This design comes from an exercise in tuning for small area, a short achievable clock period and few clock cycles per item on the open sky130 flow, not from production work. RTL that was checked went through simulation tests only; none was proved equivalent to the original.

==> trial 59: inputs <==
==> flow/design.v <==
module aes_sbox_a (
    input  wire [7:0]  a,
    output wire [7:0]  t,    
    output reg  [3:0]  di    
);
    function [3:0] gmul(input [3:0] p, input [3:0] q);
        reg [6:0] r;
        begin
            r = ({3'b0, p & {4{q[0]}}}) ^ ({2'b0, p & {4{q[1]}}, 1'b0}) ^
                ({1'b0, p & {4{q[2]}}, 2'b0}) ^ ({p & {4{q[3]}}, 3'b0});
            gmul = r[3:0] ^ {r[6:4], 1'b0} ^ {1'b0, r[6:4]};
        end
    endfunction
    assign t[0] = a[0] ^ a[5] ^ a[7];
    assign t[1] = a[2];
    assign t[2] = a[2] ^ a[3] ^ a[4] ^ a[5] ^ a[6] ^ a[7];
    assign t[3] = a[3] ^ a[4];
    assign t[4] = a[4] ^ a[5] ^ a[6];
    assign t[5] = a[1] ^ a[4] ^ a[6] ^ a[7];
    assign t[6] = a[2] ^ a[3] ^ a[5] ^ a[7];
    assign t[7] = a[5] ^ a[7];
    wire [3:0] ah = t[7:4], al = t[3:0];
    wire [3:0] ahl, alq;
    assign ahl[0] = ah[2];
    assign ahl[1] = ah[1] ^ ah[2] ^ ah[3];
    assign ahl[2] = ah[1];
    assign ahl[3] = ah[0] ^ ah[2] ^ ah[3];
    assign alq[0] = al[0] ^ al[2];
    assign alq[1] = al[2];
    assign alq[2] = al[1] ^ al[3];
    assign alq[3] = al[3];
    wire [3:0] d = ahl ^ alq ^ gmul(ah, al);
    always @(*) begin
        case (d)
            4'd0: di = 4'd0;
            4'd1: di = 4'd1;
            4'd2: di = 4'd9;
            4'd3: di = 4'd14;
            4'd4: di = 4'd13;
            4'd5: di = 4'd11;
            4'd6: di = 4'd7;
            4'd7: di = 4'd6;
            4'd8: di = 4'd15;
            4'd9: di = 4'd2;
            4'd10: di = 4'd12;
            4'd11: di = 4'd5;
            4'd12: di = 4'd10;
            4'd13: di = 4'd4;
            4'd14: di = 4'd3;
            4'd15: di = 4'd8;
            default: di = 4'd0;
        endcase
    end
endmodule
module aes_sbox_b (
    input  wire [7:0]  t,
    input  wire [3:0]  di,
    output wire [7:0]  y
);
    function [3:0] gmul(input [3:0] p, input [3:0] q);
        reg [6:0] r;
        begin
            r = ({3'b0, p & {4{q[0]}}}) ^ ({2'b0, p & {4{q[1]}}, 1'b0}) ^
                ({1'b0, p & {4{q[2]}}, 2'b0}) ^ ({p & {4{q[3]}}, 3'b0});
            gmul = r[3:0] ^ {r[6:4], 1'b0} ^ {1'b0, r[6:4]};
        end
    endfunction
    wire [3:0] ah = t[7:4], al = t[3:0];
    wire [7:0] v = {gmul(ah, di), gmul(ah ^ al, di)};
    assign y[0] = ~(v[0] ^ v[2] ^ v[6]);
    assign y[1] = ~(v[0] ^ v[1] ^ v[2] ^ v[3] ^ v[4] ^ v[5]);
    assign y[2] = (v[0] ^ v[3] ^ v[5] ^ v[6]);
    assign y[3] = (v[0] ^ v[2] ^ v[5]);
    assign y[4] = (v[0] ^ v[1] ^ v[3] ^ v[4] ^ v[5]);
    assign y[5] = ~(v[1] ^ v[2] ^ v[3] ^ v[5] ^ v[6] ^ v[7]);
    assign y[6] = ~(v[4] ^ v[6] ^ v[7]);
    assign y[7] = (v[1] ^ v[2]);
endmodule
module aes_keygen_a (
    input  wire         sub2,
    input  wire         norot,
    input  wire [255:0] win,
    output wire [31:0]  t,
    output wire [15:0]  di
);
    wire [31:0] w2 = win[191:160], w3 = win[159:128], w7 = win[31:0];
    wire [31:0] x   = sub2 ? (w2 ^ w3 ^ w7) : w7;
    wire [31:0] sin = norot ? x : {x[23:0], x[31:24]};
    genvar i;
    generate
        for (i = 0; i < 4; i = i + 1) begin : g_s
            aes_sbox_a u_s (.a(sin[31 - 8*i -: 8]), .t(t[31 - 8*i -: 8]), .di(di[15 - 4*i -: 4]));
        end
    endgenerate
endmodule
module aes_keygen_b (
    input  wire         k128,
    input  wire         k192,
    input  wire         sub2,
    input  wire         none,
    input  wire         norot,
    input  wire [7:0]   rcon,
    input  wire [255:0] win,
    input  wire [31:0]  t,
    input  wire [15:0]  di,
    output wire [127:0] g
);
    wire [31:0] w0 = win[255:224], w1 = win[223:192], w2 = win[191:160], w3 = win[159:128];
    wire [31:0] w4 = win[127:96],  w5 = win[95:64],    w6 = win[63:32],   w7 = win[31:0];
    wire [31:0] sout;
    genvar i;
    generate
        for (i = 0; i < 4; i = i + 1) begin : g_s
            aes_sbox_b u_s (.t(t[31 - 8*i -: 8]), .di(di[15 - 4*i -: 4]), .y(sout[31 - 8*i -: 8]));
        end
    endgenerate
    wire [31:0] s = sout ^ {norot ? 8'h00 : rcon, 24'h0};
    wire [31:0] b0 = k128 ? w4 : k192 ? w2 : w0;
    wire [31:0] b1 = k128 ? w5 : k192 ? w3 : w1;
    wire [31:0] b2 = k128 ? w6 : k192 ? w4 : w2;
    wire [31:0] b3 = k128 ? w7 : k192 ? w5 : w3;
    wire [31:0] p1 = b0 ^ b1;
    wire [31:0] g0 = b0 ^ (sub2 || none ? w7 : s);
    wire [31:0] g1 = p1 ^ (sub2 || none ? w7 : s);
    wire [31:0] g2 = sub2 ? (b2 ^ s) : (p1 ^ b2 ^ (none ? w7 : s));
    wire [31:0] g3 = sub2 ? (b2 ^ b3 ^ s) : (p1 ^ b2 ^ b3 ^ (none ? w7 : s));
    assign g = {g0, g1, g2, g3};
endmodule
module aes_round_unit (
    input  wire         clk,
    input  wire         rst,         
    input  wire         in_valid,
    output wire         in_ready,
    input  wire [1:0]   in_ksize,    
    input  wire [255:0] in_key,      
    input  wire [127:0] in_block,
    output wire         out_valid,
    input  wire         out_ready,
    output wire [127:0] out_block
);
    reg         s_busy, s_done, s_first, s_last, s_k128, s_k192, s_sub2, s_none, s_norot;
    reg [3:0]   s_left;
    reg [7:0]   s_rc;
    reg         p_busy, p_done, p_first, p_last, p_k128, p_k192, p_sub2, p_none, p_norot;
    reg [3:0]   p_left;
    reg [7:0]   p_rc;
    reg [127:0] st;              
    reg [255:0] ks;              
    reg [127:0] pt;              
    reg [63:0]  pd;              
    reg [255:0] kp;              
    reg [31:0]  pkt;             
    reg [15:0]  pkd;
    reg         out_valid_r, out_sel_r, in_ready_r;
    assign out_valid = out_valid_r;
    assign out_block = out_sel_r ? st : pt;
    assign in_ready  = in_ready_r;
    wire deliver_s = out_sel_r && out_ready;                     
    wire deliver_p = out_valid_r && !out_sel_r && out_ready;     
    wire accept    = in_ready_r && in_valid;
    function [7:0] xtime(input [7:0] b);
        xtime = {b[6:0], 1'b0} ^ (b[7] ? 8'h1b : 8'h00);
    endfunction
    function [31:0] mix_corr(input [31:0] col);
        reg [7:0] a0, a1, a2, a3, t;
        begin
            {a0, a1, a2, a3} = col;
            t = a0 ^ a1 ^ a2 ^ a3;
            mix_corr = {t ^ xtime(a0 ^ a1), t ^ xtime(a1 ^ a2),
                        t ^ xtime(a2 ^ a3), t ^ xtime(a3 ^ a0)};
        end
    endfunction
    wire [127:0] s_t;
    wire [63:0]  s_d;
    genvar i;
    generate
        for (i = 0; i < 16; i = i + 1) begin : g_sa
            aes_sbox_a u_sa (.a(st[127 - 8*i -: 8]), .t(s_t[127 - 8*i -: 8]), .di(s_d[63 - 4*i -: 4]));
        end
    endgenerate
    wire [31:0] s_kt;
    wire [15:0] s_kd;
    aes_keygen_a u_ka (.sub2(s_sub2), .norot(s_norot), .win(ks), .t(s_kt), .di(s_kd));
    wire [127:0] sb;
    generate
        for (i = 0; i < 16; i = i + 1) begin : g_sb
            aes_sbox_b u_sb (.t(pt[127 - 8*i -: 8]), .di(pd[63 - 4*i -: 4]), .y(sb[127 - 8*i -: 8]));
        end
    endgenerate
    wire [127:0] g;
    aes_keygen_b u_kb (.k128(p_k128), .k192(p_k192), .sub2(p_sub2), .none(p_none), .norot(p_norot),
                       .rcon(p_rc), .win(kp), .t(pkt), .di(pkd), .g(g));
    wire [127:0] rk = p_k128 ? g : p_k192 ? {kp[63:0], g[127:64]} : kp[127:0];
    reg [127:0] sr;
    reg [127:0] mc;
    integer c, r;
    always @(*) begin
        for (c = 0; c < 4; c = c + 1)
            for (r = 0; r < 4; r = r + 1)
                sr[127 - 8*(4*c + r) -: 8] = sb[127 - 8*(4*((c + r) % 4) + r) -: 8];
        for (c = 0; c < 4; c = c + 1)
            mc[127 - 32*c -: 32] = sr[127 - 32*c -: 32] ^
                                   (mix_corr(sr[127 - 32*c -: 32]) & {32{!p_last}});
    end
    wire [127:0] round_out = mc ^ rk;
    wire in_k128 = (in_ksize == 2'd0);
    wire in_k192 = (in_ksize == 2'd1);
    wire [255:0] win_init = {in_key[255:192],
                             in_k192 ? in_key[255:192] : in_key[191:128],
                             in_k128 ? in_key[255:128] : in_k192 ? in_key[191:64] : in_key[127:0]};
    wire p_rc_used = !(p_none || p_norot);
    reg  s_busy_n, s_done_n, s_first_n;
    wire p_busy_n  = s_busy;
    wire p_done_n  = s_done && !deliver_s;
    wire p_first_n = s_first || deliver_p;
    always @(*) begin
        if (p_busy) begin
            s_busy_n  = !p_last;
            s_done_n  = p_last;
            s_first_n = p_first || deliver_s;
        end else if (p_done) begin
            s_busy_n  = 1'b0;
            s_done_n  = !deliver_p;
            s_first_n = p_first || deliver_s;
        end else begin
            s_busy_n  = accept;
            s_done_n  = 1'b0;
            s_first_n = !(s_busy || (s_done && !deliver_s));
        end
    end
    always @(posedge clk) begin
        if (p_busy) begin
            st <= round_out;
            ks <= {kp[127:0], g};
        end else begin
            st <= p_done ? pt : (in_block ^ in_key[255:128]);
            ks <= win_init;
        end
        if (p_busy) begin
            s_k128  <= p_k128;
            s_k192  <= p_k192;
            s_sub2  <= p_k192 && !p_sub2 && !p_none;
            s_none  <= p_sub2;
            s_norot <= !p_k128 && !p_k192 && !p_norot;
            s_left  <= p_left - 4'd1;
            s_last  <= (p_left == 4'd1);
            s_rc    <= p_rc_used ? xtime(p_rc) : p_rc;
        end else begin
            s_k128  <= in_k128;
            s_k192  <= in_k192;
            s_sub2  <= 1'b0;
            s_none  <= 1'b0;
            s_norot <= 1'b0;
            s_left  <= in_k128 ? 4'd9 : in_k192 ? 4'd11 : 4'd13;
            s_last  <= 1'b0;
            s_rc    <= 8'h01;
        end
    end
    always @(posedge clk) begin
        pt      <= s_done ? st : s_t;
        pd      <= s_d;
        kp      <= ks;
        pkt     <= s_kt;
        pkd     <= s_kd;
        p_k128  <= s_k128;
        p_k192  <= s_k192;
        p_sub2  <= s_sub2;
        p_none  <= s_none;
        p_norot <= s_norot;
        p_left  <= s_left;
        p_last  <= s_last;
        p_rc    <= s_rc;
    end
    always @(posedge clk) begin
        if (rst) begin
            s_busy      <= 1'b0;
            s_done      <= 1'b0;
            p_busy      <= 1'b0;
            p_done      <= 1'b0;
            out_valid_r <= 1'b0;
            out_sel_r   <= 1'b0;
            in_ready_r  <= 1'b1;
        end else begin
            s_busy      <= s_busy_n;
            s_done      <= s_done_n;
            s_first     <= s_first_n;
            p_busy      <= p_busy_n;
            p_done      <= p_done_n;
            p_first     <= p_first_n;
            out_valid_r <= (s_done_n && s_first_n) || (p_done_n && p_first_n);
            out_sel_r   <= s_done_n && s_first_n;
            in_ready_r  <= !p_busy_n && !p_done_n;
        end
    end
endmodule
==> flow/flow/run.sh <==
#!/bin/bash
set -euo pipefail
MARGIN=${MARGIN:-8}
bash standard.sh SETUP_SLACK_MARGIN=$MARGIN finish > standard_flow.log 2>&1
==> flow/standard.sh <==
#!/bin/bash
# synth_recipe.tcl (not shown) runs the flow's synth.tcl, then flattens the netlist and writes it again
# the make line also repeats each setting of config.mk as NAME=value (left out here)
make -C /OpenROAD-flow-scripts/flow DESIGN_CONFIG=/design/flow/config.mk WORK_HOME=/design/flow/orfs CLKGATE_MAP_FILE= SYNTH_SCRIPT=/design/flow/synth_recipe.tcl "${@:-finish}"
==> flow/config.mk <==
export PLATFORM = sky130hd
export DESIGN_NAME = aes_round_unit
export DESIGN_NICKNAME = aes_round_unit
export VERILOG_FILES = /design/flow/design.v
export SDC_FILE = /design/flow/constraint.sdc
export NUM_CORES = 4
export LEC_CHECK = 0
export CAP_MARGIN = 20
export CORE_MARGIN = 2
export CORE_UTILIZATION = 35
export PLACE_DENSITY = 0.45
export SLEW_MARGIN = 20
==> flow/constraint.sdc <==
create_clock -name core_clock -period 12.0 [get_ports {clk}]
set_input_delay 2.4000 -clock core_clock [delete_from_list [all_inputs] [get_ports {clk}]]
set_output_delay 2.4000 -clock core_clock [all_outputs]
set_load 0.01 [all_outputs]
==> inputs of trial 73, as changes to trial 59 <==
--- a/flow/design.v
+++ b/flow/design.v
@@ -78,17 +78,12 @@
 endmodule
 module aes_keygen_a (
-    input  wire         sub2,
-    input  wire         norot,
-    input  wire [255:0] win,
+    input  wire [31:0]  x,
     output wire [31:0]  t,
     output wire [15:0]  di
 );
-    wire [31:0] w2 = win[191:160], w3 = win[159:128], w7 = win[31:0];
-    wire [31:0] x   = sub2 ? (w2 ^ w3 ^ w7) : w7;
-    wire [31:0] sin = norot ? x : {x[23:0], x[31:24]};
     genvar i;
     generate
         for (i = 0; i < 4; i = i + 1) begin : g_s
-            aes_sbox_a u_s (.a(sin[31 - 8*i -: 8]), .t(t[31 - 8*i -: 8]), .di(di[15 - 4*i -: 4]));
+            aes_sbox_a u_s (.a(x[31 - 8*i -: 8]), .t(t[31 - 8*i -: 8]), .di(di[15 - 4*i -: 4]));
         end
     endgenerate
@@ -147,4 +142,5 @@
     reg [127:0] st;              
     reg [255:0] ks;              
+    reg [31:0]  kx;              
     reg [127:0] pt;              
     reg [63:0]  pd;              
@@ -152,11 +148,13 @@
     reg [31:0]  pkt;             
     reg [15:0]  pkd;
-    reg         out_valid_r, out_sel_r, in_ready_r;
-    assign out_valid = out_valid_r;
-    assign out_block = out_sel_r ? st : pt;
+    reg [127:0] ob;
+    reg         ov;
+    reg         in_ready_r, hp_r, hs_r;
+    assign out_valid = ov;
+    assign out_block = ob;
     assign in_ready  = in_ready_r;
-    wire deliver_s = out_sel_r && out_ready;                     
-    wire deliver_p = out_valid_r && !out_sel_r && out_ready;     
-    wire accept    = in_ready_r && in_valid;
+    wire hand_p = hp_r;      
+    wire hand_s = hs_r;      
+    wire accept = in_ready_r && in_valid;
     function [7:0] xtime(input [7:0] b);
         xtime = {b[6:0], 1'b0} ^ (b[7] ? 8'h1b : 8'h00);
@@ -181,5 +179,5 @@
     wire [31:0] s_kt;
     wire [15:0] s_kd;
-    aes_keygen_a u_ka (.sub2(s_sub2), .norot(s_norot), .win(ks), .t(s_kt), .di(s_kd));
+    aes_keygen_a u_ka (.x(kx), .t(s_kt), .di(s_kd));
     wire [127:0] sb;
     generate
@@ -209,38 +207,48 @@
                              in_k192 ? in_key[255:192] : in_key[191:128],
                              in_k128 ? in_key[255:128] : in_k192 ? in_key[191:64] : in_key[127:0]};
+    wire        nx_sub2  = p_k192 && !p_sub2 && !p_none;
+    wire        nx_norot = !p_k128 && !p_k192 && !p_norot;
+    wire [31:0] nx       = g[31:0] ^ (nx_sub2 ? (kp[63:32] ^ kp[31:0]) : 32'd0);
+    wire [31:0] kx_next  = nx_norot ? nx : {nx[23:0], nx[31:24]};
+    wire [31:0] kx_lw    = in_k128 ? in_key[159:128] : in_k192 ? in_key[95:64] : in_key[31:0];
+    wire [31:0] kx_init  = {kx_lw[23:0], kx_lw[31:24]};
     wire p_rc_used = !(p_none || p_norot);
     reg  s_busy_n, s_done_n, s_first_n;
     wire p_busy_n  = s_busy;
-    wire p_done_n  = s_done && !deliver_s;
-    wire p_first_n = s_first || deliver_p;
+    wire p_done_n  = s_done && !hand_s;
+    wire p_first_n = s_first || hand_p;
+    wire ov_n      = hand_p || hand_s || (ov && !out_ready);
+    wire p_run     = p_busy && !hand_p;      
     always @(*) begin
-        if (p_busy) begin
+        if (p_run) begin
             s_busy_n  = !p_last;
             s_done_n  = p_last;
-            s_first_n = p_first || deliver_s;
+            s_first_n = p_first || hand_s;
         end else if (p_done) begin
             s_busy_n  = 1'b0;
-            s_done_n  = !deliver_p;
-            s_first_n = p_first || deliver_s;
+            s_done_n  = 1'b1;
+            s_first_n = p_first || hand_s;
         end else begin
             s_busy_n  = accept;
             s_done_n  = 1'b0;
-            s_first_n = !(s_busy || (s_done && !deliver_s));
+            s_first_n = !(s_busy || p_done_n);
         end
     end
     always @(posedge clk) begin
-        if (p_busy) begin
+        if (p_run) begin
             st <= round_out;
             ks <= {kp[127:0], g};
+            kx <= kx_next;
         end else begin
             st <= p_done ? pt : (in_block ^ in_key[255:128]);
             ks <= win_init;
+            kx <= kx_init;
         end
-        if (p_busy) begin
+        if (p_run) begin
             s_k128  <= p_k128;
             s_k192  <= p_k192;
-            s_sub2  <= p_k192 && !p_sub2 && !p_none;
+            s_sub2  <= nx_sub2;
             s_none  <= p_sub2;
-            s_norot <= !p_k128 && !p_k192 && !p_norot;
+            s_norot <= nx_norot;
             s_left  <= p_left - 4'd1;
             s_last  <= (p_left == 4'd1);
@@ -273,22 +281,28 @@
     end
     always @(posedge clk) begin
+        if (hand_p)      ob <= round_out;
+        else if (hand_s) ob <= st;
+    end
+    always @(posedge clk) begin
         if (rst) begin
-            s_busy      <= 1'b0;
-            s_done      <= 1'b0;
-            p_busy      <= 1'b0;
-            p_done      <= 1'b0;
-            out_valid_r <= 1'b0;
-            out_sel_r   <= 1'b0;
-            in_ready_r  <= 1'b1;
+            s_busy     <= 1'b0;
+            s_done     <= 1'b0;
+            p_busy     <= 1'b0;
+            p_done     <= 1'b0;
+            ov         <= 1'b0;
+            hp_r       <= 1'b0;
+            hs_r       <= 1'b0;
+            in_ready_r <= 1'b1;
         end else begin
-            s_busy      <= s_busy_n;
-            s_done      <= s_done_n;
-            s_first     <= s_first_n;
-            p_busy      <= p_busy_n;
-            p_done      <= p_done_n;
-            p_first     <= p_first_n;
-            out_valid_r <= (s_done_n && s_first_n) || (p_done_n && p_first_n);
-            out_sel_r   <= s_done_n && s_first_n;
-            in_ready_r  <= !p_busy_n && !p_done_n;
+            s_busy     <= s_busy_n;
+            s_done     <= s_done_n;
+            s_first    <= s_first_n;
+            p_busy     <= p_busy_n;
+            p_done     <= p_done_n;
+            p_first    <= p_first_n;
+            ov         <= ov_n;
+            hp_r       <= p_busy_n && s_last && p_first_n && !ov_n;
+            hs_r       <= s_done_n && s_first_n && !ov_n;
+            in_ready_r <= (!p_busy_n && !p_done_n) || (p_busy_n && s_last && p_first_n && !ov_n);
         end
     end
==> flow/flow/run.sh (replaced) <==
#!/bin/bash
set -euo pipefail
MARGIN=8.5
here=$(pwd)
rm -rf "$here/scripts"
cp -r "$FLOW_HOME/scripts" "$here/scripts"
cp "$here/flow/abc.script" "$here/scripts/abc_area.script"
bash standard.sh ABC_AREA=1 SCRIPTS_DIR="$here/scripts" SETUP_SLACK_MARGIN=$MARGIN finish > standard_flow.log 2>&1
==> flow/flow/abc.script (new file) <==
strash
dc2
&get -n
&dch -f
&nf -R 1000
&put
topo
stime -c
buffer -c
upsize -c
dnsize -c
==> inputs of trial 84, as changes to trial 59 <==
--- a/flow/design.v
+++ b/flow/design.v
@@ -152,11 +152,13 @@
     reg [31:0]  pkt;             
     reg [15:0]  pkd;
-    reg         out_valid_r, out_sel_r, in_ready_r;
-    assign out_valid = out_valid_r;
-    assign out_block = out_sel_r ? st : pt;
+    reg [127:0] ob;
+    reg         ov;
+    reg         in_ready_r;
+    assign out_valid = ov;
+    assign out_block = ob;
     assign in_ready  = in_ready_r;
-    wire deliver_s = out_sel_r && out_ready;                     
-    wire deliver_p = out_valid_r && !out_sel_r && out_ready;     
-    wire accept    = in_ready_r && in_valid;
+    wire ob_free = !ov || out_ready;
+    wire handoff = s_done && s_first && ob_free;     
+    wire accept  = in_ready_r && in_valid;
     function [7:0] xtime(input [7:0] b);
         xtime = {b[6:0], 1'b0} ^ (b[7] ? 8'h1b : 8'h00);
@@ -211,20 +213,19 @@
     wire p_rc_used = !(p_none || p_norot);
     reg  s_busy_n, s_done_n, s_first_n;
-    wire p_busy_n  = s_busy;
-    wire p_done_n  = s_done && !deliver_s;
-    wire p_first_n = s_first || deliver_p;
+    wire p_busy_n = s_busy;
+    wire p_done_n = s_done && !handoff;
     always @(*) begin
         if (p_busy) begin
             s_busy_n  = !p_last;
             s_done_n  = p_last;
-            s_first_n = p_first || deliver_s;
+            s_first_n = p_first || handoff;
         end else if (p_done) begin
             s_busy_n  = 1'b0;
-            s_done_n  = !deliver_p;
-            s_first_n = p_first || deliver_s;
+            s_done_n  = 1'b1;
+            s_first_n = p_first || handoff;
         end else begin
             s_busy_n  = accept;
             s_done_n  = 1'b0;
-            s_first_n = !(s_busy || (s_done && !deliver_s));
+            s_first_n = !(s_busy || p_done_n);
         end
     end
@@ -273,23 +274,24 @@
     end
     always @(posedge clk) begin
+        if (handoff) ob <= st;
+    end
+    always @(posedge clk) begin
         if (rst) begin
-            s_busy      <= 1'b0;
-            s_done      <= 1'b0;
-            p_busy      <= 1'b0;
-            p_done      <= 1'b0;
-            out_valid_r <= 1'b0;
-            out_sel_r   <= 1'b0;
-            in_ready_r  <= 1'b1;
-        end else begin
-            s_busy      <= s_busy_n;
-            s_done      <= s_done_n;
-            s_first     <= s_first_n;
-            p_busy      <= p_busy_n;
-            p_done      <= p_done_n;
-            p_first     <= p_first_n;
-            out_valid_r <= (s_done_n && s_first_n) || (p_done_n && p_first_n);
-            out_sel_r   <= s_done_n && s_first_n;
-            in_ready_r  <= !p_busy_n && !p_done_n;
-        end
-    end
-endmodule
+            s_busy     <= 1'b0;
+            s_done     <= 1'b0;
+            p_busy     <= 1'b0;
+            p_done     <= 1'b0;
+            ov         <= 1'b0;
+            in_ready_r <= 1'b1;
+        end else begin
+            s_busy     <= s_busy_n;
+            s_done     <= s_done_n;
+            s_first    <= s_first_n;
+            p_busy     <= p_busy_n;
+            p_done     <= p_done_n;
+            p_first    <= s_first;
+            ov         <= handoff || (ov && !out_ready);
+            in_ready_r <= !p_busy_n && !p_done_n;
+        end
+    end
+endmodule
==> flow/flow/run.sh (replaced) <==
#!/bin/bash
set -euo pipefail
MARGIN=8
here=$(pwd)
rm -rf "$here/scripts"
cp -r "$FLOW_HOME/scripts" "$here/scripts"
cp "$here/flow/abc.script" "$here/scripts/abc_area.script"
bash standard.sh ABC_AREA=1 SCRIPTS_DIR="$here/scripts" SETUP_SLACK_MARGIN=$MARGIN finish > standard_flow.log 2>&1
==> flow/flow/abc.script (new file) <==
strash
dc2
&get -n
&dch -f
&nf -R 1000
&put
topo
stime -c
buffer -c
upsize -c
dnsize -c
==> run summary <==
FMAX: trial 84 238.8 MHz; trial 59 214.4 MHz; trial 73 243.3 MHz
Area growth from synthesis to final layout: trial 84 34.76%; trial 59 26.83%; trial 73 54.48%
Cells after Synth: trial 84 8173; trial 59 10080; trial 73 8717
CP Buf/Inv Count: trial 84 3; trial 59 5; trial 73 4
Status: trial 84 finished clean; trial 59 finished clean; trial 73 finished clean
Hold Path Origin: trial 84 ks[56]$_DFF_P_; trial 59 ks[250]$_DFF_P_; trial 73 ks[68]$_DFF_P_
DR WL met3: trial 84 19960 µm; trial 59 27790 µm; trial 73 27090 µm
Routed vias: trial 84 62390; trial 59 74650; trial 73 68180
Die ar.: trial 84 202800 µm²; trial 59 238500 µm²; trial 73 208500 µm²
Height of the die: trial 84 450.3 µm; trial 59 488.4 µm; trial 73 456.6 µm
H-tree lvl count: trial 84 4; trial 59 3; trial 73 4
Crit path launch type: trial 84 input pin; trial 59 register; trial 73 register
GRT met3 Usage: trial 84 4.564%; trial 59 3.928%; trial 73 5.458%
Core Region: trial 84 197600 µm²; trial 59 233000 µm²; trial 73 204200 µm²
Worst setup timing slack at the placement stage: trial 84 6389 ps; trial 59 6160 ps; trial 73 6332 ps
Endpoint with the worst hold slack: trial 84 kp[56]$_DFF_P_; trial 59 kp[250]$_DFF_P_; trial 73 kp[68]$_DFF_P_
Tapcell count: trial 84 2640; trial 59 3132; trial 73 2688
Number of buffers created by CTS: trial 84 133; trial 59 117; trial 73 135
Pin count of the biggest net entering global routing: trial 84 144; trial 59 181; trial 73 133
Drt first pass iters: trial 84 8; trial 59 6; trial 73 9
Number of post-CTS setup repair buffers: trial 84 205; trial 59 146; trial 73 679
Stages on worst setup path: trial 84 7; trial 59 6; trial 73 20
Testbench counts of trial 73, summed over its fixed seeds: cycles 14,936, items 1,224.
Only the layout flow was run in trial 59 and trial 84; the RTL was not checked for function there.

-- re-timing with driven ports --
The results above use ideal ports. As a check the final layouts listed here were re-extracted and re-timed, cells and wires unchanged.
Step 1: set_driving_cell puts a clkbuf_16 on clk and a buf_2 on each other input, an assumption about the parent block.
Step 2 moves the port delays by t, midway between the first and last clock arrival at a register: inputs arrive t later, outputs are due t later. That takes back most of the time a late clock gives input paths.
Slacks: ideal / step 1 / step 2; pairs: ideal / step 1.
run	t (ns)	setup WS [ns]	hold WS [ns]	worst slew at a driven data input, ns
trial 59	0.879	7.336 / 7.236 / 7.161	0.298 / 0.298 / 0.298	0.18
trial 73	0.881	7.889 / 7.889 / 7.584	0.309 / 0.309 / 0.309	0.28
trial 84	0.897	7.813 / 7.879 / 6.982	0.312 / 0.312 / 0.312	0.20
After both steps every run listed still meets setup and hold. The setup slack of trial 84, which loses most, moves by +0.066 ns with the drivers and by -0.831 ns with both steps.
